This is an optimization exercise on Yosys and OpenROAD, whose aim is small area and a short achievable clock period, not a production implementation. RTL that was checked went through simulation tests only; none was proved equivalent to the original.

==> inputs of run a <==
Design cpair_add, start of the top module:
module cpair_add (
    input  wire        clk,
    input  wire        rst,
    input  wire        in_valid,
    input  wire [63:0] in_pair,      
    input  wire [31:0] in_x,
    output reg         out_valid,
    output reg  [63:0] out_pair,
    output reg  [31:0] out_value
);
export LEC_CHECK = 0
export CAP_MARGIN = 20
export CORE_MARGIN = 2
export CORE_UTILIZATION = 70
export CTS_CLUSTER_DIAMETER = 80
export CTS_CLUSTER_SIZE = 30
export SLEW_MARGIN = 20
create_clock -name core_clock -period 22.0 [get_ports {clk}]
standard.sh (not shown) runs the stock make flow with config.mk's settings and CLKGATE_MAP_FILE= SYNTH_SCRIPT=/design/flow/synth_recipe.tcl, a recipe that flattens the netlist after the stock synthesis.
==> flow/flow/run.sh <==
#!/bin/bash
set -euo pipefail
cd "$(dirname "$0")/.."
TARGET_NS=5.5
MARGIN=$(python3 -c "print(round(${FLOW_PERIOD_NS:-22.0} - ${TARGET_NS}, 3))")
bash standard.sh "SETUP_SLACK_MARGIN=${MARGIN}" \
    "BUFFER_PORTS_ARGS=-buffer_cell sky130_fd_sc_hd__buf_4" finish > make.log 2>&1
==> run b: changes against run a <==
--- a/flow/design.v
+++ b/flow/design.v
@@ -46,10 +46,39 @@
         end else begin : g_wire
             assign q = d;
         end
     endgenerate
 endmodule
+module cp_cmpge #(
+    parameter W  = 31,
+    parameter LW = 5
+) (
+    input  wire [W-1:0] a,
+    input  wire [W-1:0] b,
+    output wire         ge
+);
+    localparam P = 1 << LW;
+    wire [P-1:0] ap = {{(P-W){1'b0}}, a};
+    wire [P-1:0] bp = {{(P-W){1'b0}}, b};
+    genvar l, i;
+    generate
+        for (l = 0; l <= LW; l = l + 1) begin : lv
+            wire [(P>>l)-1:0] g, e;
+        end
+        for (i = 0; i < P; i = i + 1) begin : l0
+            assign lv[0].g[i] = ap[i] & ~bp[i];
+            assign lv[0].e[i] = ~(ap[i] ^ bp[i]);
+        end
+        for (l = 1; l <= LW; l = l + 1) begin : lvl
+            for (i = 0; i < (P >> l); i = i + 1) begin : nd
+                assign lv[l].g[i] = lv[l-1].g[2*i+1] | (lv[l-1].e[2*i+1] & lv[l-1].g[2*i]);
+                assign lv[l].e[i] = lv[l-1].e[2*i+1] & lv[l-1].e[2*i];
+            end
+        end
+    endgenerate
+    assign ge = lv[LW].g[0] | lv[LW].e[0];
+endmodule
 module fp32_add #(
     parameter       CW  = 1,
     parameter [4:0] CUT = 5'b00000
 ) (
     input  wire          clk,
@@ -65,25 +94,20 @@
     wire [31:0] sml   = a_big ? b : a;
     wire        bz    = (big[30:23] == 8'd0);
     wire        sz    = (sml[30:23] == 8'd0);
     wire [7:0]  eb    = {big[30:24], big[23] | bz};
     wire [7:0]  es    = {sml[30:24], sml[23] | sz};
-    wire [7:0]  ea0   = {a[30:24], a[23] | (a[30:23] == 8'd0)};
-    wire [7:0]  eb0   = {b[30:24], b[23] | (b[30:23] == 8'd0)};
-    wire [7:0]  dab   = ea0 - eb0;
-    wire [7:0]  dba   = eb0 - ea0;
-    wire [7:0]  d     = a_big ? dab : dba;
-    wire        dbig  = a_big ? (dab >= 8'd27) : (dba >= 8'd27);
+    wire [7:0]  d     = eb - es;
     wire a_nan = (a[30:23] == 8'hFF) && (a[22:0] != 23'd0);
     wire b_nan = (b[30:23] == 8'hFF) && (b[22:0] != 23'd0);
     wire a_inf = (a[30:23] == 8'hFF) && (a[22:0] == 23'd0);
     wire b_inf = (b[30:23] == 8'hFF) && (b[22:0] == 23'd0);
     wire nan   = a_nan || b_nan || (a_inf && b_inf && (a[31] != b[31]));
     wire inf   = (big[30:23] == 8'hFF);
     wire zs    = a[31] & b[31];
     wire [CW+75:0] b1d = {ci, a_big, sml[30:23], big[31], eb, ~bz, big[22:0], ~sz, sml[22:0],
-                          big[31] ^ sml[31], dbig, d[4:0], nan, inf, zs};
+                          big[31] ^ sml[31], (d >= 8'd27), d[4:0], nan, inf, zs};
     wire [CW+75:0] b1q;
     cp_pipe #(.W(CW+76), .R(CUT[0])) p1 (.clk(clk), .d(b1d), .q(b1q));
     wire [CW-1:0] c2;
     wire        s2, sub2, dbig2, nan2, inf2, zs2;
     wire [7:0]  eb2;
@@ -109,11 +133,11 @@
     wire [26:0] al3;
     wire [32:0] so3;
     assign {c3, so3, s3, eb3, mb3, al3, sub3, nan3, inf3, zs3} = b2q;
     wire [31:0] big3  = {s3, mb3[23] ? eb3 : 8'd0, mb3[22:0]};
     wire [63:0] ab3   = so3[32] ? {so3[31:0], big3} : {big3, so3[31:0]};
-    wire [27:0] S     = {1'b0, mb3, 3'd0} + ({1'b0, al3} ^ {28{sub3}}) + {27'd0, sub3};
+    wire [27:0] S     = sub3 ? ({1'b0, mb3, 3'd0} - {1'b0, al3}) : ({1'b0, mb3, 3'd0} + {1'b0, al3});
     wire [CW+103:0] b3d = {c3, ab3, s3, eb3, S, nan3, inf3, zs3};
     wire [CW+103:0] b3q;
     cp_pipe #(.W(CW+104), .R(CUT[2])) p3 (.clk(clk), .d(b3d), .q(b3q));
     wire [CW-1:0] c4;
     wire        s4, nan4, inf4, zs4;
@@ -166,35 +190,27 @@
     output wire [31:0]   t,
     output wire [31:0]   er,
     output wire          plain,
     output wire [CW-1:0] co
 );
-    wire [3:0]  pg, pe;
-    assign pg[3] = a[30:23] > b[30:23];
-    assign pe[3] = a[30:23] == b[30:23];
-    assign pg[2] = a[22:15] > b[22:15];
-    assign pe[2] = a[22:15] == b[22:15];
-    assign pg[1] = a[14:7] > b[14:7];
-    assign pe[1] = a[14:7] == b[14:7];
-    assign pg[0] = a[6:0] >= b[6:0];
-    assign pe[0] = 1'b0;
-    wire [CW+71:0] b0d = {ci, a, b, pg, pe};
-    wire [CW+71:0] b0q;
-    cp_pipe #(.W(CW+72), .R(1)) p0 (.clk(clk), .d(b0d), .q(b0q));
+    wire        a_big;
+    cp_cmpge #(.W(31), .LW(5)) u_cmp (.a(a[30:0]), .b(b[30:0]), .ge(a_big));
+    wire a_nan = (a[30:23] == 8'hFF) && (a[22:0] != 23'd0);
+    wire b_nan = (b[30:23] == 8'hFF) && (b[22:0] != 23'd0);
+    wire a_inf = (a[30:23] == 8'hFF) && (a[22:0] == 23'd0);
+    wire b_inf = (b[30:23] == 8'hFF) && (b[22:0] == 23'd0);
+    wire nonfin = (a[30:23] == 8'hFF) || (b[30:23] == 8'hFF);
+    wire tnan  = a_nan || b_nan || (a_inf && b_inf && (a[31] != b[31]));
+    wire tinfs = a_inf ? a[31] : b[31];
+    wire zx    = (b[30:0] == 31'h7F7F_FFFF);
+    wire [CW+68:0] b0d = {ci, a, b, a_big, nonfin, tnan, tinfs, zx};
+    wire [CW+68:0] b0q;
+    cp_pipe #(.W(CW+69), .R(1)) p0 (.clk(clk), .d(b0d), .q(b0q));
     wire [CW-1:0] c1;
     wire [31:0] a1, bb1;
-    wire [3:0]  pg1, pe1;
-    assign {c1, a1, bb1, pg1, pe1} = b0q;
-    wire        ab1   = pg1[3] | pe1[3] & (pg1[2] | pe1[2] & (pg1[1] | pe1[1] & pg1[0]));
-    wire a_nan = (a1[30:23] == 8'hFF) && (a1[22:0] != 23'd0);
-    wire b_nan = (bb1[30:23] == 8'hFF) && (bb1[22:0] != 23'd0);
-    wire a_inf = (a1[30:23] == 8'hFF) && (a1[22:0] == 23'd0);
-    wire b_inf = (bb1[30:23] == 8'hFF) && (bb1[22:0] == 23'd0);
-    wire nonfin1 = (a1[30:23] == 8'hFF) || (bb1[30:23] == 8'hFF);
-    wire tnan1 = a_nan || b_nan || (a_inf && b_inf && (a1[31] != bb1[31]));
-    wire tinfs1 = a_inf ? a1[31] : bb1[31];
-    wire zx1   = (bb1[30:0] == 31'h7F7F_FFFF);
+    wire        ab1, nonfin1, tnan1, tinfs1, zx1;
+    assign {c1, a1, bb1, ab1, nonfin1, tnan1, tinfs1, zx1} = b0q;
     wire [7:0]  ea1   = {a1[30:24], a1[23] | (a1[30:23] == 8'd0)};
     wire [7:0]  eb1   = {bb1[30:24], bb1[23] | (bb1[30:23] == 8'd0)};
     wire [7:0]  d0    = ab1 ? ea1 - eb1 : eb1 - ea1;
     wire        far   = (d0 >= 8'd26);
     wire [4:0]  d     = d0[4:0];
@@ -228,11 +244,11 @@
     wire [23:0] mb3;
     wire [48:0] bs3;
     wire [8:0]  ef3;
     wire [6:0]  sp3;
     assign {c3, s3, eb3, mb3, bs3, sub3, ef3, sp3} = b2q;
-    wire [49:0] S     = {1'b0, mb3, 25'd0} + ({1'b0, bs3} ^ {50{sub3}}) + {49'd0, sub3};
+    wire [49:0] S     = sub3 ? ({1'b0, mb3, 25'd0} - {1'b0, bs3}) : ({1'b0, mb3, 25'd0} + {1'b0, bs3});
     wire [CW+74:0] b3d = {c3, s3, eb3, S, ef3, sp3};
     wire [CW+74:0] b3q;
     cp_pipe #(.W(CW+75), .R(CUT[2])) p3 (.clk(clk), .d(b3d), .q(b3q));
     wire [CW-1:0] c4;
     wire        s4;
@@ -274,11 +290,11 @@
     wire [31:0] r     = {1'b0, eL6, 23'd0} + {8'd0, N6[49:26]} + {31'd0, up};
     wire        ovf   = r[31] | (r[30:23] == 8'hFF);
     wire [31:0] t6    = nonfin6 ? (tnan6 ? 32'h7FC0_0000 : {tinfs6, 8'hFF, 23'd0}) :
                         ovf ? {s6, 8'hFF, 23'd0} :
                         z6 ? {zs6, 31'd0} : {s6, r[30:0]};
-    wire [25:0] emag  = (N6[25:0] ^ {26{up}}) + {25'd0, up};
+    wire [25:0] emag  = up ? (26'd0 - N6[25:0]) : N6[25:0];
     wire [7:0]  eLe   = far6 ? ef6[7:0] + 8'd24 : eL6;
     wire        esg   = far6 ? ef6[8] : s6 ^ up;
     wire [CW+69:0] b6d = {c6, t6, nonfin6 | ovf, emag, eLe, esg, zx6, xs6};
     wire [CW+69:0] b6q;
     cp_pipe #(.W(CW+70), .R(CUT[5])) p6 (.clk(clk), .d(b6d), .q(b6q));
==> flow/flow/run.sh (replaced) <==
#!/bin/bash
set -euo pipefail
cd "$(dirname "$0")/.."
TARGET_NS=5.7
MARGIN=$(python3 -c "print(round(${FLOW_PERIOD_NS:-22.0} - ${TARGET_NS}, 3))")
bash standard.sh "SETUP_SLACK_MARGIN=${MARGIN}" \
    "BUFFER_PORTS_ARGS=-buffer_cell sky130_fd_sc_hd__buf_4" finish > make.log 2>&1
==> run c: changes against run a <==
--- a/flow/design.v
+++ b/flow/design.v
@@ -46,10 +46,39 @@
         end else begin : g_wire
             assign q = d;
         end
     endgenerate
 endmodule
+module cp_cmpge #(
+    parameter W  = 31,
+    parameter LW = 5
+) (
+    input  wire [W-1:0] a,
+    input  wire [W-1:0] b,
+    output wire         ge
+);
+    localparam P = 1 << LW;
+    wire [P-1:0] ap = {{(P-W){1'b0}}, a};
+    wire [P-1:0] bp = {{(P-W){1'b0}}, b};
+    genvar l, i;
+    generate
+        for (l = 0; l <= LW; l = l + 1) begin : lv
+            wire [(P>>l)-1:0] g, e;
+        end
+        for (i = 0; i < P; i = i + 1) begin : l0
+            assign lv[0].g[i] = ap[i] & ~bp[i];
+            assign lv[0].e[i] = ~(ap[i] ^ bp[i]);
+        end
+        for (l = 1; l <= LW; l = l + 1) begin : lvl
+            for (i = 0; i < (P >> l); i = i + 1) begin : nd
+                assign lv[l].g[i] = lv[l-1].g[2*i+1] | (lv[l-1].e[2*i+1] & lv[l-1].g[2*i]);
+                assign lv[l].e[i] = lv[l-1].e[2*i+1] & lv[l-1].e[2*i];
+            end
+        end
+    endgenerate
+    assign ge = lv[LW].g[0] | lv[LW].e[0];
+endmodule
 module fp32_add #(
     parameter       CW  = 1,
     parameter [4:0] CUT = 5'b00000
 ) (
     input  wire          clk,
@@ -65,55 +94,50 @@
     wire [31:0] sml   = a_big ? b : a;
     wire        bz    = (big[30:23] == 8'd0);
     wire        sz    = (sml[30:23] == 8'd0);
     wire [7:0]  eb    = {big[30:24], big[23] | bz};
     wire [7:0]  es    = {sml[30:24], sml[23] | sz};
-    wire [7:0]  ea0   = {a[30:24], a[23] | (a[30:23] == 8'd0)};
-    wire [7:0]  eb0   = {b[30:24], b[23] | (b[30:23] == 8'd0)};
-    wire [7:0]  dab   = ea0 - eb0;
-    wire [7:0]  dba   = eb0 - ea0;
-    wire [7:0]  d     = a_big ? dab : dba;
-    wire        dbig  = a_big ? (dab >= 8'd27) : (dba >= 8'd27);
+    wire [7:0]  d     = eb - es;
     wire a_nan = (a[30:23] == 8'hFF) && (a[22:0] != 23'd0);
     wire b_nan = (b[30:23] == 8'hFF) && (b[22:0] != 23'd0);
     wire a_inf = (a[30:23] == 8'hFF) && (a[22:0] == 23'd0);
     wire b_inf = (b[30:23] == 8'hFF) && (b[22:0] == 23'd0);
     wire nan   = a_nan || b_nan || (a_inf && b_inf && (a[31] != b[31]));
     wire inf   = (big[30:23] == 8'hFF);
     wire zs    = a[31] & b[31];
     wire [CW+75:0] b1d = {ci, a_big, sml[30:23], big[31], eb, ~bz, big[22:0], ~sz, sml[22:0],
-                          big[31] ^ sml[31], dbig, d[4:0], nan, inf, zs};
+                          big[31] ^ sml[31], (d >= 8'd27), d[4:0], nan, inf, zs};
     wire [CW+75:0] b1q;
     cp_pipe #(.W(CW+76), .R(CUT[0])) p1 (.clk(clk), .d(b1d), .q(b1q));
     wire [CW-1:0] c2;
     wire        s2, sub2, dbig2, nan2, inf2, zs2;
     wire [7:0]  eb2;
     wire [23:0] mb2, ms2;
     wire [4:0]  d2;
     wire        ab2;
     wire [7:0]  es2;
     assign {c2, ab2, es2, s2, eb2, mb2, ms2, sub2, dbig2, d2, nan2, inf2, zs2} = b1q;
-    wire [32:0] so2   = {ab2, s2 ^ sub2, es2, ms2[22:0]};
+    wire [31:0] big2  = {s2, mb2[23] ? eb2 : 8'd0, mb2[22:0]};
+    wire [31:0] sml2  = {s2 ^ sub2, es2, ms2[22:0]};
+    wire [63:0] ab    = ab2 ? {sml2, big2} : {big2, sml2};
     wire [26:0] sh    = {ms2, 3'd0} >> d2;
     reg  [23:0] lost;
     integer k;
     always @* for (k = 0; k < 24; k = k + 1) lost[k] = (k + 3 < d2);
     wire        stk   = |(ms2 & lost);
     wire [26:0] al    = dbig2 ? {26'd0, |ms2} : {sh[26:1], sh[0] | stk};
-    wire [CW+96:0] b2d = {c2, so2, s2, eb2, mb2, al, sub2, nan2, inf2, zs2};
-    wire [CW+96:0] b2q;
-    cp_pipe #(.W(CW+97), .R(CUT[1])) p2 (.clk(clk), .d(b2d), .q(b2q));
+    wire [CW+127:0] b2d = {c2, ab, s2, eb2, mb2, al, sub2, nan2, inf2, zs2};
+    wire [CW+127:0] b2q;
+    cp_pipe #(.W(CW+128), .R(CUT[1])) p2 (.clk(clk), .d(b2d), .q(b2q));
     wire [CW-1:0] c3;
     wire        s3, sub3, nan3, inf3, zs3;
     wire [7:0]  eb3;
     wire [23:0] mb3;
     wire [26:0] al3;
-    wire [32:0] so3;
-    assign {c3, so3, s3, eb3, mb3, al3, sub3, nan3, inf3, zs3} = b2q;
-    wire [31:0] big3  = {s3, mb3[23] ? eb3 : 8'd0, mb3[22:0]};
-    wire [63:0] ab3   = so3[32] ? {so3[31:0], big3} : {big3, so3[31:0]};
-    wire [27:0] S     = {1'b0, mb3, 3'd0} + ({1'b0, al3} ^ {28{sub3}}) + {27'd0, sub3};
+    wire [63:0] ab3;
+    assign {c3, ab3, s3, eb3, mb3, al3, sub3, nan3, inf3, zs3} = b2q;
+    wire [27:0] S     = sub3 ? ({1'b0, mb3, 3'd0} - {1'b0, al3}) : ({1'b0, mb3, 3'd0} + {1'b0, al3});
     wire [CW+103:0] b3d = {c3, ab3, s3, eb3, S, nan3, inf3, zs3};
     wire [CW+103:0] b3q;
     cp_pipe #(.W(CW+104), .R(CUT[2])) p3 (.clk(clk), .d(b3d), .q(b3q));
     wire [CW-1:0] c4;
     wire        s4, nan4, inf4, zs4;
@@ -166,35 +190,27 @@
     output wire [31:0]   t,
     output wire [31:0]   er,
     output wire          plain,
     output wire [CW-1:0] co
 );
-    wire [3:0]  pg, pe;
-    assign pg[3] = a[30:23] > b[30:23];
-    assign pe[3] = a[30:23] == b[30:23];
-    assign pg[2] = a[22:15] > b[22:15];
-    assign pe[2] = a[22:15] == b[22:15];
-    assign pg[1] = a[14:7] > b[14:7];
-    assign pe[1] = a[14:7] == b[14:7];
-    assign pg[0] = a[6:0] >= b[6:0];
-    assign pe[0] = 1'b0;
-    wire [CW+71:0] b0d = {ci, a, b, pg, pe};
-    wire [CW+71:0] b0q;
-    cp_pipe #(.W(CW+72), .R(1)) p0 (.clk(clk), .d(b0d), .q(b0q));
+    wire        a_big;
+    cp_cmpge #(.W(31), .LW(5)) u_cmp (.a(a[30:0]), .b(b[30:0]), .ge(a_big));
+    wire a_nan = (a[30:23] == 8'hFF) && (a[22:0] != 23'd0);
+    wire b_nan = (b[30:23] == 8'hFF) && (b[22:0] != 23'd0);
+    wire a_inf = (a[30:23] == 8'hFF) && (a[22:0] == 23'd0);
+    wire b_inf = (b[30:23] == 8'hFF) && (b[22:0] == 23'd0);
+    wire nonfin = (a[30:23] == 8'hFF) || (b[30:23] == 8'hFF);
+    wire tnan  = a_nan || b_nan || (a_inf && b_inf && (a[31] != b[31]));
+    wire tinfs = a_inf ? a[31] : b[31];
+    wire zx    = (b[30:0] == 31'h7F7F_FFFF);
+    wire [CW+68:0] b0d = {ci, a, b, a_big, nonfin, tnan, tinfs, zx};
+    wire [CW+68:0] b0q;
+    cp_pipe #(.W(CW+69), .R(1)) p0 (.clk(clk), .d(b0d), .q(b0q));
     wire [CW-1:0] c1;
     wire [31:0] a1, bb1;
-    wire [3:0]  pg1, pe1;
-    assign {c1, a1, bb1, pg1, pe1} = b0q;
-    wire        ab1   = pg1[3] | pe1[3] & (pg1[2] | pe1[2] & (pg1[1] | pe1[1] & pg1[0]));
-    wire a_nan = (a1[30:23] == 8'hFF) && (a1[22:0] != 23'd0);
-    wire b_nan = (bb1[30:23] == 8'hFF) && (bb1[22:0] != 23'd0);
-    wire a_inf = (a1[30:23] == 8'hFF) && (a1[22:0] == 23'd0);
-    wire b_inf = (bb1[30:23] == 8'hFF) && (bb1[22:0] == 23'd0);
-    wire nonfin1 = (a1[30:23] == 8'hFF) || (bb1[30:23] == 8'hFF);
-    wire tnan1 = a_nan || b_nan || (a_inf && b_inf && (a1[31] != bb1[31]));
-    wire tinfs1 = a_inf ? a1[31] : bb1[31];
-    wire zx1   = (bb1[30:0] == 31'h7F7F_FFFF);
+    wire        ab1, nonfin1, tnan1, tinfs1, zx1;
+    assign {c1, a1, bb1, ab1, nonfin1, tnan1, tinfs1, zx1} = b0q;
     wire [7:0]  ea1   = {a1[30:24], a1[23] | (a1[30:23] == 8'd0)};
     wire [7:0]  eb1   = {bb1[30:24], bb1[23] | (bb1[30:23] == 8'd0)};
     wire [7:0]  d0    = ab1 ? ea1 - eb1 : eb1 - ea1;
     wire        far   = (d0 >= 8'd26);
     wire [4:0]  d     = d0[4:0];
@@ -228,11 +244,11 @@
     wire [23:0] mb3;
     wire [48:0] bs3;
     wire [8:0]  ef3;
     wire [6:0]  sp3;
     assign {c3, s3, eb3, mb3, bs3, sub3, ef3, sp3} = b2q;
-    wire [49:0] S     = {1'b0, mb3, 25'd0} + ({1'b0, bs3} ^ {50{sub3}}) + {49'd0, sub3};
+    wire [49:0] S     = sub3 ? ({1'b0, mb3, 25'd0} - {1'b0, bs3}) : ({1'b0, mb3, 25'd0} + {1'b0, bs3});
     wire [CW+74:0] b3d = {c3, s3, eb3, S, ef3, sp3};
     wire [CW+74:0] b3q;
     cp_pipe #(.W(CW+75), .R(CUT[2])) p3 (.clk(clk), .d(b3d), .q(b3q));
     wire [CW-1:0] c4;
     wire        s4;
@@ -274,11 +290,11 @@
     wire [31:0] r     = {1'b0, eL6, 23'd0} + {8'd0, N6[49:26]} + {31'd0, up};
     wire        ovf   = r[31] | (r[30:23] == 8'hFF);
     wire [31:0] t6    = nonfin6 ? (tnan6 ? 32'h7FC0_0000 : {tinfs6, 8'hFF, 23'd0}) :
                         ovf ? {s6, 8'hFF, 23'd0} :
                         z6 ? {zs6, 31'd0} : {s6, r[30:0]};
-    wire [25:0] emag  = (N6[25:0] ^ {26{up}}) + {25'd0, up};
+    wire [25:0] emag  = up ? (26'd0 - N6[25:0]) : N6[25:0];
     wire [7:0]  eLe   = far6 ? ef6[7:0] + 8'd24 : eL6;
     wire        esg   = far6 ? ef6[8] : s6 ^ up;
     wire [CW+69:0] b6d = {c6, t6, nonfin6 | ovf, emag, eLe, esg, zx6, xs6};
     wire [CW+69:0] b6q;
     cp_pipe #(.W(CW+70), .R(CUT[5])) p6 (.clk(clk), .d(b6d), .q(b6q));
==> flow/flow/run.sh (replaced) <==
#!/bin/bash
set -euo pipefail
cd "$(dirname "$0")/.."
TARGET_NS=5.7
MARGIN=$(python3 -c "print(round(${FLOW_PERIOD_NS:-22.0} - ${TARGET_NS}, 3))")
bash standard.sh "SETUP_SLACK_MARGIN=${MARGIN}" \
    "BUFFER_PORTS_ARGS=-buffer_cell sky130_fd_sc_hd__buf_4" finish > make.log 2>&1
- CORE_UTILIZATION: 70 -> 60
==> run d: changes against run a <==
--- a/flow/design.v
+++ b/flow/design.v
@@ -65,25 +65,20 @@
     wire [31:0] sml   = a_big ? b : a;
     wire        bz    = (big[30:23] == 8'd0);
     wire        sz    = (sml[30:23] == 8'd0);
     wire [7:0]  eb    = {big[30:24], big[23] | bz};
     wire [7:0]  es    = {sml[30:24], sml[23] | sz};
-    wire [7:0]  ea0   = {a[30:24], a[23] | (a[30:23] == 8'd0)};
-    wire [7:0]  eb0   = {b[30:24], b[23] | (b[30:23] == 8'd0)};
-    wire [7:0]  dab   = ea0 - eb0;
-    wire [7:0]  dba   = eb0 - ea0;
-    wire [7:0]  d     = a_big ? dab : dba;
-    wire        dbig  = a_big ? (dab >= 8'd27) : (dba >= 8'd27);
+    wire [7:0]  d     = eb - es;
     wire a_nan = (a[30:23] == 8'hFF) && (a[22:0] != 23'd0);
     wire b_nan = (b[30:23] == 8'hFF) && (b[22:0] != 23'd0);
     wire a_inf = (a[30:23] == 8'hFF) && (a[22:0] == 23'd0);
     wire b_inf = (b[30:23] == 8'hFF) && (b[22:0] == 23'd0);
     wire nan   = a_nan || b_nan || (a_inf && b_inf && (a[31] != b[31]));
     wire inf   = (big[30:23] == 8'hFF);
     wire zs    = a[31] & b[31];
     wire [CW+75:0] b1d = {ci, a_big, sml[30:23], big[31], eb, ~bz, big[22:0], ~sz, sml[22:0],
-                          big[31] ^ sml[31], dbig, d[4:0], nan, inf, zs};
+                          big[31] ^ sml[31], (d >= 8'd27), d[4:0], nan, inf, zs};
     wire [CW+75:0] b1q;
     cp_pipe #(.W(CW+76), .R(CUT[0])) p1 (.clk(clk), .d(b1d), .q(b1q));
     wire [CW-1:0] c2;
     wire        s2, sub2, dbig2, nan2, inf2, zs2;
     wire [7:0]  eb2;
@@ -109,11 +104,11 @@
     wire [26:0] al3;
     wire [32:0] so3;
     assign {c3, so3, s3, eb3, mb3, al3, sub3, nan3, inf3, zs3} = b2q;
     wire [31:0] big3  = {s3, mb3[23] ? eb3 : 8'd0, mb3[22:0]};
     wire [63:0] ab3   = so3[32] ? {so3[31:0], big3} : {big3, so3[31:0]};
-    wire [27:0] S     = {1'b0, mb3, 3'd0} + ({1'b0, al3} ^ {28{sub3}}) + {27'd0, sub3};
+    wire [27:0] S     = sub3 ? ({1'b0, mb3, 3'd0} - {1'b0, al3}) : ({1'b0, mb3, 3'd0} + {1'b0, al3});
     wire [CW+103:0] b3d = {c3, ab3, s3, eb3, S, nan3, inf3, zs3};
     wire [CW+103:0] b3q;
     cp_pipe #(.W(CW+104), .R(CUT[2])) p3 (.clk(clk), .d(b3d), .q(b3q));
     wire [CW-1:0] c4;
     wire        s4, nan4, inf4, zs4;
@@ -228,11 +223,11 @@
     wire [23:0] mb3;
     wire [48:0] bs3;
     wire [8:0]  ef3;
     wire [6:0]  sp3;
     assign {c3, s3, eb3, mb3, bs3, sub3, ef3, sp3} = b2q;
-    wire [49:0] S     = {1'b0, mb3, 25'd0} + ({1'b0, bs3} ^ {50{sub3}}) + {49'd0, sub3};
+    wire [49:0] S     = sub3 ? ({1'b0, mb3, 25'd0} - {1'b0, bs3}) : ({1'b0, mb3, 25'd0} + {1'b0, bs3});
     wire [CW+74:0] b3d = {c3, s3, eb3, S, ef3, sp3};
     wire [CW+74:0] b3q;
     cp_pipe #(.W(CW+75), .R(CUT[2])) p3 (.clk(clk), .d(b3d), .q(b3q));
     wire [CW-1:0] c4;
     wire        s4;
@@ -274,11 +269,11 @@
     wire [31:0] r     = {1'b0, eL6, 23'd0} + {8'd0, N6[49:26]} + {31'd0, up};
     wire        ovf   = r[31] | (r[30:23] == 8'hFF);
     wire [31:0] t6    = nonfin6 ? (tnan6 ? 32'h7FC0_0000 : {tinfs6, 8'hFF, 23'd0}) :
                         ovf ? {s6, 8'hFF, 23'd0} :
                         z6 ? {zs6, 31'd0} : {s6, r[30:0]};
-    wire [25:0] emag  = (N6[25:0] ^ {26{up}}) + {25'd0, up};
+    wire [25:0] emag  = up ? (26'd0 - N6[25:0]) : N6[25:0];
     wire [7:0]  eLe   = far6 ? ef6[7:0] + 8'd24 : eL6;
     wire        esg   = far6 ? ef6[8] : s6 ^ up;
     wire [CW+69:0] b6d = {c6, t6, nonfin6 | ovf, emag, eLe, esg, zx6, xs6};
     wire [CW+69:0] b6q;
     cp_pipe #(.W(CW+70), .R(CUT[5])) p6 (.clk(clk), .d(b6d), .q(b6q));
==> summary.txt <==
Place
  – Gpl congestion: 1.02

Timing
  – Clk_skew: 0.0391 ns

Run status
  – Status: complete, no violations

Cells and area
  – Final instance area: 0.0645 mm²
  – Filler Cell Count: 5471

Route
  – Met3 Wirelength: 17.6 mm

Logic synthesis
  – Post-Synth Adder-Cell Area: 0.0663

GRT
  – First-pass GRT wire length: 261 mm
The numbers above come from run d.

==> summary.txt <==
Place
  – Gpl congestion: 1.02

Timing
  – Setup_tns: 0 ns
  – Clk_skew: 0.0336 ns

Cells and area
  – Filler Cell Count: 5893
  – Clock network area share: 0.0269
  – Final instance area: 0.0628 mm²
  – Bufs w/o clock: 277
  – Most flop-heavy register: u_ts.p2.g_reg.r

Logic synthesis
  – Post-Synth Adder-Cell Area: 0.0656

Run status
  – Status: complete, no violations

Route
  – Met3 Wirelength: 15.7 mm
The numbers above come from run b.

==> summary.txt <==
Timing
  – Clk_skew: 0.0451 ns

Cells and area
  – Filler Cell Count: 8103

Place
  – Gpl congestion: 1.02

Route
  – Met3 Wirelength: 13.6 mm

Logic synthesis
  – Post-Synth Adder-Cell Area: 0.0649
  – Mux share of post-synthesis cell area: 0.128

Run status
  – Status: complete, no violations
The numbers above come from run c.

==> summary.txt <==
Run status
  – Status: complete, no violations

GRT
  – First-pass GRT wire length: 254 mm

Cells and area
  – Filler Cell Count: 5699
  – Area occupied by multi-input gates: 0.0326 mm²

Logic synthesis
  – Post-synth cell types: 114
  – YS warnings: 11
  – Share of the synthesized area in the top cell type: 0.387
  – Post-Synth Adder-Cell Area: 0.0556

Route
  – Met3 Wirelength: 15.0 mm
  – DR WL met2: 76.9 mm

Clock tree
  – Clock Path Buffers: 3

Place
  – Gpl congestion: 1.01
The numbers above come from run a.

For run b and run d, only the layout was checked, not whether the RTL still works.

## afterwards: timing with drivers on the ports
How much do the figures lean on ideal ports? The routed layouts below were timed once more, with nothing changed but the port constraints. Step 1 sets driving cells, clkbuf_16 on the clock port and buf_2 on the other inputs (assumed; they add their load-dependent delay and slew). Step 2 also shifts input and output timing later by t, the mid clock arrival at the registers, as if the neighbouring blocks saw the same clock. Slacks: no drivers / after step 1 / after step 2; pairs: no drivers / after step 1.
| run | t, ns | slack for setup (ns) | worst setup path after step 2 | clock arrival spread, ns | slew at the worst register clock pin (ns) |
|---|---|---|---|---|---|
| run a | 0.718 | 16.463 / 16.391 / 15.978 | input to register | 0.042 / 0.043 | 0.11 / 0.11 |
| run b | 0.710 | 16.020 / 16.047 / 15.337 | input to register | 0.038 / 0.038 | 0.11 / 0.11 |
| run c | 0.775 | 16.304 / 16.346 / 15.585 | input to register | 0.050 / 0.050 | 0.11 / 0.11 |
| run d | 0.717 | 16.395 / 16.370 / 15.886 | input to register | 0.044 / 0.044 | 0.12 / 0.12 |
After both steps every run listed still meets setup and hold. For run c, which loses most, drivers alone change the setup slack by +0.042 ns; drivers and shift together by -0.719 ns.
